What follows belongs to an exercise in optimizing a design on an open flow for small area; a production flow would make more cautious choices. RTL that was checked went through simulation tests only; none was proved equivalent to the original.

==> flow/design.v (excerpt) <==
module hall_tracker (
    input  wire        clk,
    input  wire        rst,
    input  wire        hdir,
    input  wire [10:0] hofs,
    input  wire [8:0]  spdto,
    input  wire [6:0]  invmax,
    input  wire [15:0] cpmm,
    input  wire        cmd_valid,
    output wire        cmd_ready,
    input  wire [1:0]  cmd_op,
    input  wire [31:0] cmd_tgate,
    input  wire [2:0]  cmd_hst,
    input  wire        cmd_ovf,
    input  wire [1:0]  cmd_ne,
    input  wire [31:0] cmd_ts0,
    input  wire [2:0]  cmd_st0,
    input  wire [31:0] cmd_ts1,
    input  wire [2:0]  cmd_st1,
    input  wire [31:0] cmd_delta,
    output reg  [2:0]  hstate,
    output reg  [2:0]  sector,
    output reg         still,
    output reg         dir,
    output reg  [1:0]  posq,
    output reg         hinv,
    output reg         hflt,
    output reg         hskip,
    output reg         spdsat,
    output reg         edgeovr,
    output reg         nots,
    output reg  [15:0] raw,
    output reg  [31:0] track,
    output reg  [31:0] pos,
    output reg  [15:0] spd,
    output reg  [15:0] v4,
    output reg  [31:0] edget,
    output wire [31:0] edgei,
    output reg  [10:0] elpos,
    output reg  [7:0]  frac,
    output reg  [7:0]  invcnt,
    output reg  [7:0]  skipcnt,
    output reg  [7:0]  ovrcnt,
    output reg  [7:0]  misscnt
);
    localparam OP_FRAME   = 2'd0;
    localparam OP_MISSED  = 2'd1;
    localparam OP_REHOME  = 2'd2;
    localparam [5:0] S_IDLE = 6'd0,
                     S_TO   = 6'd1,
  ...
Size in the first run: about 450 flip-flops, roughly 430 I/O pins, about 25000 um2 of cells after synthesis.
Settings: LEC_CHECK=0, ABC_AREA=1, CAP_MARGIN=20, CORE_MARGIN=2, CORE_UTILIZATION=40, CTS_BUF_LIST=sky130_fd_sc_hd__clkbuf_8, CTS_CLUSTER_DIAMETER=50, CTS_CLUSTER_SIZE=20, SLEW_MARGIN=20; clock period 20.0 ns.
standard.sh (not shown) runs the stock make flow with config.mk's settings and CLKGATE_MAP_FILE= SYNTH_SCRIPT=/design/flow/synth_recipe.tcl, a recipe that flattens the netlist after the stock synthesis.
==> flow/flow/run.sh <==
#!/bin/bash
# Standard layout, with plain buf_1 cells as the port buffers.
set -euo pipefail
export BUFFER_PORTS_ARGS="-buffer_cell sky130_fd_sc_hd__buf_1"
bash standard.sh > standard.log 2>&1
Rerun with:
--- a/flow/design.v
+++ b/flow/design.v
@@ -127,21 +127,21 @@
     reg [7:0]  invrun;
     reg [3:0]  rs_cur;
     reg [1:0]  dw_cur;
     reg [3:0]  rs1, rs2, rs3;
     reg [1:0]  dw1, dw2, dw3;
     reg [8:0]  g0, g1, g2, g3;
     reg        inval_e, inval_l, neg_r, two_r, sat, q1b, dbsel, sgn, divgo, rnd;
     reg [15:0] ra;
     reg [31:0] rb;
     assign edgei = {6'd0, ival0 & {26{!ez}}};
-    wire [25:0] acc = {v4, elpos[9:0]};
+    wire [25:0] acc = {elpos[9:0], v4};
     function [3:0] sector_of;
         input [2:0] s;
         case (s)
             3'b001: sector_of = {1'b1, 3'd0};
             3'b011: sector_of = {1'b1, 3'd1};
             3'b010: sector_of = {1'b1, 3'd2};
             3'b110: sector_of = {1'b1, 3'd3};
             3'b100: sector_of = {1'b1, 3'd4};
             3'b101: sector_of = {1'b1, 3'd5};
             default: sector_of = 4'd0;
@@ -507,21 +507,21 @@
                 invcnt   <= 8'd0;  skipcnt <= 8'd0; ovrcnt <= 8'd0; misscnt <= 8'd0;
                 ref_ok   <= 1'b0;  seen   <= 1'b0; lastpos <= 1'b1; first <= 1'b0;
                 tlast_ok <= 1'b0;  hist_ok <= 1'b0; nival <= 2'd0;
                 invrun   <= 8'd0;
             end
             S_IDLE: if (cmd_valid) begin
                 case (cmd_op)
                 OP_FRAME, OP_MISSED: begin
                     {hinv, hflt, hskip, spdsat, edgeovr} <= 5'd0;
                     pos <= cmd_tgate;
-                    {v4, elpos[9:0]} <= {12'd0, spdto, 5'd0};
+                    {elpos[9:0], v4} <= {12'd0, spdto, 5'd0};
                     if (cmd_op == OP_FRAME) begin
                         hstate <= cmd_hst;
                         if (cmd_ovf) begin
                             edgeovr <= 1'b1;
                             ovrcnt  <= inc_out;
                         end
                     end else begin
                         misscnt <= inc_out;
                         nots    <= 1'b1;
                         first   <= 1'b1;
@@ -529,21 +529,21 @@
                 end
                 OP_REHOME: ;
                 default: begin
                     ref_ok  <= 1'b0;
                     seen    <= 1'b0;
                     frac    <= 8'd128;
                     lastpos <= 1'b1;
                 end
                 endcase
             end
-            S_TO: {v4, elpos[9:0]} <= gout[25:0];
+            S_TO: {elpos[9:0], v4} <= gout[25:0];
             S_REC: begin
                 if (!rec_valid) begin
                 end else if (!ref_ok) begin
                     sector <= rec_sec;
                     ref_ok <= 1'b1;
                 end else if (rec_d == 3'd3) begin
                     hskip   <= 1'b1;
                     skipcnt <= inc_out;
                     if (posq == 2'd2) posq <= 2'd1;
                     sector  <= rec_sec;
Effect: The changed run produced a clean layout; worst setup slack hardly moves; final area stays flat; count of clock-buffer cells in the layout decreases by 3; cell count came out lower slightly; non-clock buffer count drops by 2; sequential share of layout area stays flat; fmax is about the same; wire length went down by a few percent; register-to-register slack improves by 0.11 ns; critical path depth stays the same.
For the first run of this note, only the layout was checked, not whether the RTL still works.

* * *

## before
hall_tracker, a different RTL version from the one above (not shown whole).
Size in the first run: about 2,700 cells after synthesis, ~450 flip-flops.
==> flow/config.mk <==
export PLATFORM = sky130hd
export DESIGN_NAME = hall_tracker
export DESIGN_NICKNAME = hall_tracker
export VERILOG_FILES = /design/flow/design.v
export SDC_FILE = /design/flow/constraint.sdc
export NUM_CORES = 4
export LEC_CHECK = 0
export ABC_AREA = 1
export CAP_MARGIN = 20
export CORE_MARGIN = 2
export CORE_UTILIZATION = 60
export CTS_BUF_LIST = sky130_fd_sc_hd__clkbuf_8
export CTS_CLUSTER_DIAMETER = 50
export CTS_CLUSTER_SIZE = 18
export SLEW_MARGIN = 20
==> flow/constraint.sdc <==
create_clock -name core_clock -period 20.0 [get_ports {clk}]
set_input_delay 4.0000 -clock core_clock [delete_from_list [all_inputs] [get_ports {clk}]]
set_output_delay 4.0000 -clock core_clock [all_outputs]
set_load 0.01 [all_outputs]
Scripts as last shown in full above: flow/flow/run.sh
[inputs] after vs before
--- a/flow/design.v
+++ b/flow/design.v
@@ -211,17 +211,17 @@
     reg         ginv, gcin;
     reg  [2:0]  hi3;
     reg         dbx;
     reg  [2:0]  rsel;
     reg  [3:0]  rsx;
     wire [2:0]  rsa = rsx[3] ? (3'd0 - rsx[2:0]) : rsx[2:0];
     wire        rsn = rsx[3];
     reg  [31:0] ga, gb;
-    wire        asc  = !seen || (lastpos != hdir);
+    reg         asc;     
     wire [25:0] dbv  = (dbsel | dbx) ? ival1 : ival0;
     always @* begin
         case (rsel)
             3'd0: rsx = rs1;
             3'd1: rsx = rs2;
             3'd2: rsx = rs3;
             3'd3: rsx = rs_cur;
             default: rsx = neg_r ? (two_r ? 4'hE : 4'hF) : (two_r ? 4'd2 : 4'd1);
@@ -441,16 +441,17 @@
                     rb <= gout;              
                 else
                     rb <= gco ? gout : {rb[30:0], q1b};
                 if (cnt != 6'd0 && gco && cnt <= 6'd23) sat <= 1'b1;
             end
             S_SFIN: ri <= ri + 2'd1;
             S_SY1:  rb <= gout;              
             S_SY3: begin
+                asc <= !seen || (lastpos != hdir);
                 if (ovf_n)      dw_cur <= dw_cur + 2'd1;
                 else if (ovf_p) dw_cur <= dw_cur - 2'd1;
             end
             S_FR0:  rb <= gout;              
             S_FR1:  dbsel <= (nival == 2'd2) && !gco;
             S_FR3: begin
                 rb  <= gout;
                 q1b <= 1'b0;
## What came out
- Sequential share of layout area for after is higher than for before.
- As far as max-capacitance violation count goes, after and before are indistinguishable; the numbers are identical.
- Per the comparison of after with before, met2 track demand over resource in global routing decreased 5.5 points; final weighted congestion in routability-driven placement fell about 3%; register cell area after layout comparable.
- When after is measured against before, its worst setup slack after layout turns out 0.068 ns higher.
- Between before and after, the difference in design area is negligible.
- Taking before as the reference, in after worst slack after detailed placement grew by 0.54 ns; minimum hold slack shrank by 0.012 ns; core outline area grew by 1.8%.
- When after is set beside before, its register-to-register setup slack turns out to be 0.19 ns smaller.
- In the reports for before and after, the larger buffering overhead belongs to before.

## afterwards: timing with drivers on the ports
In the flow no input, the clock included, has a driving cell. The finished layouts below were timed again as built, in two steps. Step 1, drivers: a clkbuf_16 drives clk and a buf_2 each remaining input, both assumed. Step 2 also shifts input and output timing later by t, the mid clock arrival at the registers, as if the neighbouring blocks saw the same clock. a / b / c = ideal ports / drivers / drivers and shift; a / b = the first two.
run	shift t [ns]	slack for setup (ns)	slew at the worst register clock pin (ns)	pins driven straight from the clock port
the first run of note 1	0.780	0.672 / 0.676 / -0.105	0.10 / 0.10	1
the second run of note 1	0.762	0.672 / 0.701 / -0.062	0.11 / 0.11	1
before	0.718	0.521 / 0.516 / -0.202	0.11 / 0.11	1
after	0.726	0.589 / 0.583 / -0.142	0.11 / 0.11	1
With both steps, setup timing fails in every run listed, where it was met with ideal ports. The setup slack of the first run of note 1, which loses most, moves by +0.004 ns with the drivers and by -0.777 ns with both steps.
